From an optimization exercise on the open Yosys and OpenROAD flow, aimed at small area, a short achievable clock period and few clock cycles; shortcuts taken in it are not production practice.
The RTL was checked by simulation tests, not by an equivalence proof against the original design.

==> inputs of build 39 <==
Design loop_law, start of the top module:
module loop_law (
    input  wire        clk,
    input  wire        rst,
    input  wire        start,
    input  wire  [1:0] mode,
    input  wire        d_on_meas,
    input  wire        d_zero,
    input  wire        sat_ext,
    input  wire        plant_lost,
    input  wire [31:0] sp,
    input  wire [31:0] pv,
    input  wire [31:0] ff,
    input  wire [31:0] man_out,
    input  wire [31:0] kp,
    input  wire [31:0] ki,
    input  wire [31:0] kd,
    input  wire [31:0] tf,
    input  wire [31:0] h,
    input  wire [31:0] out_hi,
    input  wire [31:0] out_lo,
    input  wire [31:0] out_prev,
    input  wire [31:0] i_prev,
    input  wire [31:0] d_prev,
    input  wire [31:0] y_prev,
    output wire        done,
    output wire [31:0] out,
    output wire [31:0] i_out,
    output wire [31:0] d_out,
    output wire [31:0] y_out,
    output wire        numeric,
    output wire        i_inhibit,
    output wire        sat_hi,
    output wire        sat_lo
);
export LEC_CHECK = 0
export ABC_AREA = 1
export CAP_MARGIN = 20
export CORE_MARGIN = 2
export CORE_UTILIZATION = 35
export SLEW_MARGIN = 20
create_clock -name core_clock -period 50.0 [get_ports {clk}]
standard.sh (not shown) runs the stock make flow with config.mk's settings and CLKGATE_MAP_FILE= SYNTH_SCRIPT=/design/flow/synth_recipe.tcl, a recipe that flattens the netlist after the stock synthesis.
==> flow/flow/run.sh <==
#!/bin/bash
# Layout flow: the standard layout (standard.sh) unchanged, except that
# repair_timing aims at a setup slack margin, so it shortens the critical
# paths well below the 50 ns clock instead of stopping once they fit in it.
set -euo pipefail
bash standard.sh SETUP_SLACK_MARGIN=35 finish > standard.log 2>&1
==> trial 11 (differences from build 39) <==
--- a/flow/design.v
+++ b/flow/design.v
@@ -810,15 +810,16 @@
     input  wire        clk,
     input  wire        start,
     input  wire [31:0] a,
     input  wire [31:0] b,
     output reg         rdy,
     output reg  [31:0] result,
     output wire        q_neg,       
-    output wire        q_small      
+    output wire        q_small,     
+    output wire signed [9:0] q_exp  
 );
     localparam K = B * NC;                  
     wire a_nan  = (&a[30:23]) & (|a[22:0]);
     wire b_nan  = (&b[30:23]) & (|b[22:0]);
     wire a_inf  = (&a[30:23]) & ~(|a[22:0]);
     wire b_inf  = (&b[30:23]) & ~(|b[22:0]);
     wire a_zero = ~|a[30:0];
@@ -827,32 +828,32 @@
     wire spec   = a_nan | b_nan | a_inf | b_inf | a_zero | b_zero;
     wire [31:0] spec_v = (a_nan | b_nan | (a_inf & b_inf) | (a_zero & b_zero)) ? 32'h7FC00000 :
                          (a_inf | b_zero) ? {a[31] ^ b[31], 8'hFF, 23'd0} : {a[31] ^ b[31], 31'd0};
     wire signed [9:0] e_q0 = $signed({2'd0, a[30:24], a[23] | ~an})
                            - $signed({2'd0, b[30:24], b[23] | ~bn}) + 10'sd127;
     wire [23:0] ma = {an, a[22:0]};
     wire [23:0] mb = {bn, b[22:0]};
-    reg  [4:0] lza, lzb;
+    reg  [4:0] lza;
     integer k;
     always @* begin
-        lza = 5'd0; lzb = 5'd0;
+        lza = 5'd0;
         for (k = 0; k < 24; k = k + 1) begin
             if (ma[k]) lza = 5'd23 - k[4:0];
-            if (mb[k]) lzb = 5'd23 - k[4:0];
         end
     end
-    reg         busy, norm;
+    reg         busy;
     reg  [2:0]  cnt;
     reg  [24:0] rem;       
     reg  [23:0] dv;
     reg  [K-1:0] quot;
     reg  signed [9:0] ex;
     reg         sg;
     assign q_neg   = sg;
     assign q_small = ex < 10'sd252;
+    assign q_exp   = ex;
     wire        first = start & an & bn;
     wire [24:0] r_in  = first ? {1'b0, 1'b1, a[22:0]} : rem;
     wire [23:0] d_in  = first ? {1'b1, b[22:0]} : dv;
     reg  [24:0] r;
     reg  [25:0] t;
     reg  [K-1:0] q;
     integer i;
@@ -871,28 +872,30 @@
     wire [31:0] rounded;
     fp_round u_round (.sign(sg), .exp(hi1 ? ex : ex - 10'sd1), .sig({qs, stk}), .result(rounded));
     always @(posedge clk) begin
         if (start) begin
             sg   <= a[31] ^ b[31];
             rdy  <= spec;
             busy <= ~spec;
-            norm <= ~spec & ~(an & bn);
             result <= spec_v;
             ex   <= e_q0;
             cnt  <= 3'd1;
             rem  <= r;
             quot <= q;
             dv   <= {1'b1, b[22:0]};
             if (~an | ~bn) begin
                 rem  <= {1'b0, ma << lza};
-                dv   <= mb << lzb;
+                dv   <= mb;
                 quot <= {K{1'b0}};
                 cnt  <= 3'd0;
-                ex   <= e_q0 - $signed({5'd0, lza}) + $signed({5'd0, lzb});
+                ex   <= e_q0 - $signed({5'd0, lza});
             end
+        end else if (busy && !dv[23]) begin
+            dv   <= {dv[22:0], 1'b0};
+            ex   <= ex + 10'sd1;
         end else if (busy) begin
             rem  <= r;
             quot <= q;
             cnt  <= cnt + 3'd1;
             if (cnt == NC - 1) begin
                 busy   <= 1'b0;
                 rdy    <= 1'b1;
@@ -964,14 +967,15 @@
         end
     endfunction
     function f_eq(input [31:0] x, input [31:0] y);
         f_eq = !is_nan(x) && !is_nan(y) &&
                ((x == y) || (x[30:0] == 0 && y[30:0] == 0));
     endfunction
     reg  [1:0] r_mode;
+    reg        m_auto, m_man, m_trn;   
     reg        r_dom, r_dz, r_sat, r_plant;
     reg [31:0] r_sp, r_pv, r_ff, r_man, r_kp, r_ki, r_kd, r_tf, r_h;
     reg [31:0] r_hi, r_lo, r_outp, r_ip, r_dp, r_yp;
     reg [31:0] t, u;
     reg  [4:0] state;
     reg        rec, v_fin;
     localparam NA = 6, NB = 9;
@@ -1007,56 +1011,59 @@
                   .r(add_r));
     fp_mul u_mul (.a(mul_a), .b(mul_b), .r(mul_r));
     wire        q_neg, q_small;
     fp_div u_div (.clk(clk), .start(c_go), .a(t), .b(r_tf), .rdy(div_rdy), .result(div_r),
                   .q_neg(q_neg), .q_small(q_small));
     assign d = r_dz ? 32'd0 : div_r;
     wire [31:0] npv   = {~r_pv[31], r_pv[30:0]};
-    wire        trn   = (r_mode == M_TRANSFER);
+    wire        trn   = m_trn;
     wire        dwait = !r_dz && !div_rdy;      
     wire        stall = dwait && (state == S_V2 || state == S_R2 || state == S_FIN);
     wire [31:0] add_z = {add_r[31] & (|add_r[30:0]), add_r[30:0]};
     wire        ext_hi = r_sat && f_lt(32'd0, r_outp);
     wire        ext_lo = r_sat && f_lt(r_outp, 32'd0);
     wire        hiS = f_lt(r_hi, t) || ext_hi;
     wire        loS = f_lt(t, r_lo) || ext_lo;
     wire        inh_a = r_plant || (hiS && f_lt(32'd0, r_ki)) || (loS && f_lt(r_ki, 32'd0));
-    wire        inh = (r_mode == M_AUTO) && (rec || inh_a);
+    wire        inh = m_auto && rec;
     wire [31:0] y   = r_dom ? npv : r_sp;
-    wire [31:0] i_f = (r_mode == M_AUTO) ? (inh ? r_ip : u) : trn ? t : r_ip;
-    wire [31:0] x   = trn ? r_outp : (r_mode == M_MANUAL) ? r_man : t;
+    wire [31:0] i_f = m_auto ? (inh ? r_ip : u) : trn ? t : r_ip;
+    wire [31:0] x   = trn ? r_outp : m_man ? r_man : t;
     wire        c1  = f_lt(r_lo, x);
     wire        c2  = f_lt(x, r_hi);
     wire        c3  = f_lt(r_lo, r_hi);
     wire        exh = f_eq(x, r_hi), exl = f_eq(x, r_lo), ehl = f_eq(r_hi, r_lo);
-    wire [31:0] uo  = (trn || (c1 && c2)) ? x : (!c1 && c3) ? r_lo : r_hi;
+    wire        s_x  = trn || (c1 && c2);
+    wire        s_lo = !s_x && !c1 && c3;
     wire        eqh = (trn || (c1 && c2)) ? exh : (!c1 && c3) ? ehl : 1'b1;
     wire        eql = (trn || (c1 && c2)) ? exl : (!c1 && c3) ? 1'b1 : ehl;
     reg bad;
     always @* begin
         case (r_mode)
             M_AUTO:   bad = !(is_fin(r_sp) && is_fin(r_kp) && is_fin(y) && is_fin(d) &&
                               is_fin(r_ki) && (rec ? v_fin : is_fin(t)) && is_fin(i_f) &&
                               is_fin(t));
             M_MANUAL: bad = !(is_fin(r_sp) && is_fin(y) && is_fin(d) && is_fin(r_man));
             M_FIRST:  bad = !(is_fin(r_sp) && is_fin(r_kp) && is_fin(y) && is_fin(t));
             default:  bad = !(is_fin(r_sp) && is_fin(r_kp) && is_fin(y) && is_fin(d) &&
                               is_fin(t));
         endcase
     end
-    wire go_rec = (r_mode == M_AUTO) && inh_a && !rec;
+    wire go_rec = m_auto && inh_a && !rec;
     wire di_pos  = f_lt(32'd0, r_ki), di_neg = f_lt(r_ki, 32'd0);
     wire ff_z    = ~|r_ff[30:0];
     wire v_small = (t[30:23] < 8'd252) && q_small && (r_ff[30:23] < 8'd252);
     wire sure_hi = (ext_hi || (f_lt(r_hi, t) && !q_neg && (!r_ff[31] || ff_z))) && di_pos;
     wire sure_lo = (ext_lo || (f_lt(t, r_lo) && q_neg && (r_ff[31] || ff_z))) && di_neg;
-    wire skip_v  = (r_mode == M_AUTO) && v_small && (r_plant || sure_hi || sure_lo);
+    wire skip_v  = m_auto && v_small && (r_plant || sure_hi || sure_lo);
     wire fin    = (state == S_FIN) && !dwait && !go_rec;
     assign done      = fin;
-    assign out       = bad ? r_outp : uo;
+    wire        o_x  = !bad && s_x, o_lo = !bad && s_lo, o_hi = !bad && !s_x && !s_lo;
+    assign out       = ({32{bad}} & r_outp) | ({32{o_x}} & x) | ({32{o_lo}} & r_lo) |
+                       ({32{o_hi}} & r_hi);
     assign i_out     = bad ? r_ip : i_f;
     assign d_out     = bad ? r_dp : d;
     assign y_out     = bad ? r_yp : y;
     assign numeric   = bad;
     assign i_inhibit = !bad && inh;
     assign sat_hi    = !bad && (eqh || ext_hi);
     assign sat_lo    = !bad && (eql || ext_lo);
@@ -1139,14 +1146,17 @@
         endcase
     end
     wire take = (state == S_IDLE) || fin;
     always @(posedge clk) begin
         state <= nst;
         if (take) begin
             r_mode  <= mode;
+            m_auto  <= (mode == M_AUTO);
+            m_man   <= (mode == M_MANUAL);
+            m_trn   <= (mode == M_TRANSFER);
             r_dom   <= d_on_meas;
             r_dz    <= d_zero || (mode == M_FIRST);
             r_sat   <= sat_ext;
             r_plant <= plant_lost;
             r_pv    <= pv;
             r_ff    <= ff;
             r_man   <= man_out;
==> flow/config.mk (replaced) <==
export PLATFORM = sky130hd
export DESIGN_NAME = loop_law
export DESIGN_NICKNAME = loop_law
export VERILOG_FILES = /design/flow/design.v
export SDC_FILE = /design/flow/constraint.sdc
export NUM_CORES = 8
export LEC_CHECK = 0
export ABC_AREA = 1
export CAP_MARGIN = 20
export CORE_MARGIN = 2
export CORE_UTILIZATION = 45
export SLEW_MARGIN = 20
==> build 27 (differences from build 39) <==
--- a/flow/design.v
+++ b/flow/design.v
@@ -1016,23 +1016,24 @@
     wire        stall = dwait && (state == S_V2 || state == S_R2 || state == S_FIN);
     wire [31:0] add_z = {add_r[31] & (|add_r[30:0]), add_r[30:0]};
     wire        ext_hi = r_sat && f_lt(32'd0, r_outp);
     wire        ext_lo = r_sat && f_lt(r_outp, 32'd0);
     wire        hiS = f_lt(r_hi, t) || ext_hi;
     wire        loS = f_lt(t, r_lo) || ext_lo;
     wire        inh_a = r_plant || (hiS && f_lt(32'd0, r_ki)) || (loS && f_lt(r_ki, 32'd0));
-    wire        inh = (r_mode == M_AUTO) && (rec || inh_a);
+    wire        inh = (r_mode == M_AUTO) && rec;
     wire [31:0] y   = r_dom ? npv : r_sp;
     wire [31:0] i_f = (r_mode == M_AUTO) ? (inh ? r_ip : u) : trn ? t : r_ip;
     wire [31:0] x   = trn ? r_outp : (r_mode == M_MANUAL) ? r_man : t;
     wire        c1  = f_lt(r_lo, x);
     wire        c2  = f_lt(x, r_hi);
     wire        c3  = f_lt(r_lo, r_hi);
     wire        exh = f_eq(x, r_hi), exl = f_eq(x, r_lo), ehl = f_eq(r_hi, r_lo);
-    wire [31:0] uo  = (trn || (c1 && c2)) ? x : (!c1 && c3) ? r_lo : r_hi;
+    wire        s_x  = trn || (c1 && c2);
+    wire        s_lo = !s_x && !c1 && c3;
     wire        eqh = (trn || (c1 && c2)) ? exh : (!c1 && c3) ? ehl : 1'b1;
     wire        eql = (trn || (c1 && c2)) ? exl : (!c1 && c3) ? 1'b1 : ehl;
     reg bad;
     always @* begin
         case (r_mode)
             M_AUTO:   bad = !(is_fin(r_sp) && is_fin(r_kp) && is_fin(y) && is_fin(d) &&
                               is_fin(r_ki) && (rec ? v_fin : is_fin(t)) && is_fin(i_f) &&
@@ -1048,15 +1049,17 @@
     wire ff_z    = ~|r_ff[30:0];
     wire v_small = (t[30:23] < 8'd252) && q_small && (r_ff[30:23] < 8'd252);
     wire sure_hi = (ext_hi || (f_lt(r_hi, t) && !q_neg && (!r_ff[31] || ff_z))) && di_pos;
     wire sure_lo = (ext_lo || (f_lt(t, r_lo) && q_neg && (r_ff[31] || ff_z))) && di_neg;
     wire skip_v  = (r_mode == M_AUTO) && v_small && (r_plant || sure_hi || sure_lo);
     wire fin    = (state == S_FIN) && !dwait && !go_rec;
     assign done      = fin;
-    assign out       = bad ? r_outp : uo;
+    wire        o_x  = !bad && s_x, o_lo = !bad && s_lo, o_hi = !bad && !s_x && !s_lo;
+    assign out       = ({32{bad}} & r_outp) | ({32{o_x}} & x) | ({32{o_lo}} & r_lo) |
+                       ({32{o_hi}} & r_hi);
     assign i_out     = bad ? r_ip : i_f;
     assign d_out     = bad ? r_dp : d;
     assign y_out     = bad ? r_yp : y;
     assign numeric   = bad;
     assign i_inhibit = !bad && inh;
     assign sat_hi    = !bad && (eqh || ext_hi);
     assign sat_lo    = !bad && (eql || ext_lo);
==> flow/config.mk (replaced) <==
export PLATFORM = sky130hd
export DESIGN_NAME = loop_law
export DESIGN_NICKNAME = loop_law
export VERILOG_FILES = /design/flow/design.v
export SDC_FILE = /design/flow/constraint.sdc
export NUM_CORES = 8
export LEC_CHECK = 0
export ABC_AREA = 1
export CAP_MARGIN = 20
export CORE_MARGIN = 2
export CORE_UTILIZATION = 45
export SLEW_MARGIN = 20
==> comparison <==
- Cell area: trial 11 is lower than build 39 (0.83%).
- Of build 27 and trial 11, trial 11 has the higher worst setup slack (gap 0.50 ns).
- Between build 27 and trial 11, the lower global-route usage is in trial 11 (gap 0.64 points).
- Between build 39 and build 27, the lower routed wire length is in build 27 (gap 2.7%, measured against build 27).
- The highest first-iteration DRC count belongs to trial 11, the lowest to build 39.
==> figures <==
                                                        trial 11        build 39        build 27
Total instance count after detailed placement             15,310          16,150          15,610
Synthesized area per cell                              6.804 um2       6.799 um2       6.735 um2
Number of rows in the core area                              159             182             160
Status                                            finished clean  finished clean  finished clean
Share of layout cells above drive strength 1              18.18%          16.56%          15.39%
CP max stage delay                                       0.48 ns         0.55 ns         0.62 ns
Number of synthesized flops with an enable pin               671             667             667
Headroom to the max-slew limit                            19.35%          13.96%          13.25%
Register-to-register path setup slack                   34.87 ns        34.43 ns        34.89 ns
Average detailed-routed wire length per instance        30.42 um        30.76 um        31.00 um
Ratio of layout area to synthesized area                 1.3078x         1.3021x         1.2725x
Global-route wire length before repair                662,600 um      700,800 um      687,400 um
Clock tree cell share of total cell area                  2.289%          2.785%          2.525%
Min Tclk post-route                                     15.14 ns        16.19 ns        15.64 ns
Testbench counts of build 39, summed over its fixed seeds: cycles 88,179.
Testbench counts of trial 11, summed over its fixed seeds: cycles 88,179.
Testbench counts of build 27, summed over its fixed seeds: cycles 88,179.

afterwards: timing with drivers on the ports:
The flow's constraints put no driver on any port. The routed layouts listed below were extracted and timed again, unchanged, in two steps.
Step 1 (the two cells are an assumption about what drives the block):
set clk [get_ports {clk}]
set_driving_cell -lib_cell sky130_fd_sc_hd__clkbuf_16 $clk
set_driving_cell -lib_cell sky130_fd_sc_hd__buf_2 [delete_from_list [all_inputs] $clk]
Step 2 moves the port delays by t, midway between the first and last clock arrival at a register: inputs arrive t later, outputs are due t later. That takes back most of the time a late clock gives input paths.
Three values: ideal, step 1, step 2; two values: the first two.
run | t (ns) | setup WS [ns] | worst hold slack (ns) | slew at the worst register clock pin (ns) | cell pins on the clock port's net
build 39 | 0.859 | 33.815 / 33.718 / 34.425 | 0.509 / 0.509 / 0.509 | 0.07 / 0.07 | 1
trial 11 | 0.844 | 34.860 / 34.780 / 34.870 | 0.485 / 0.485 / 0.485 | 0.07 / 0.07 | 1
build 27 | 0.844 | 34.361 / 34.270 / 34.893 | 0.492 / 0.492 / 0.492 | 0.08 / 0.08 | 1
After both steps every run listed still meets setup and hold.
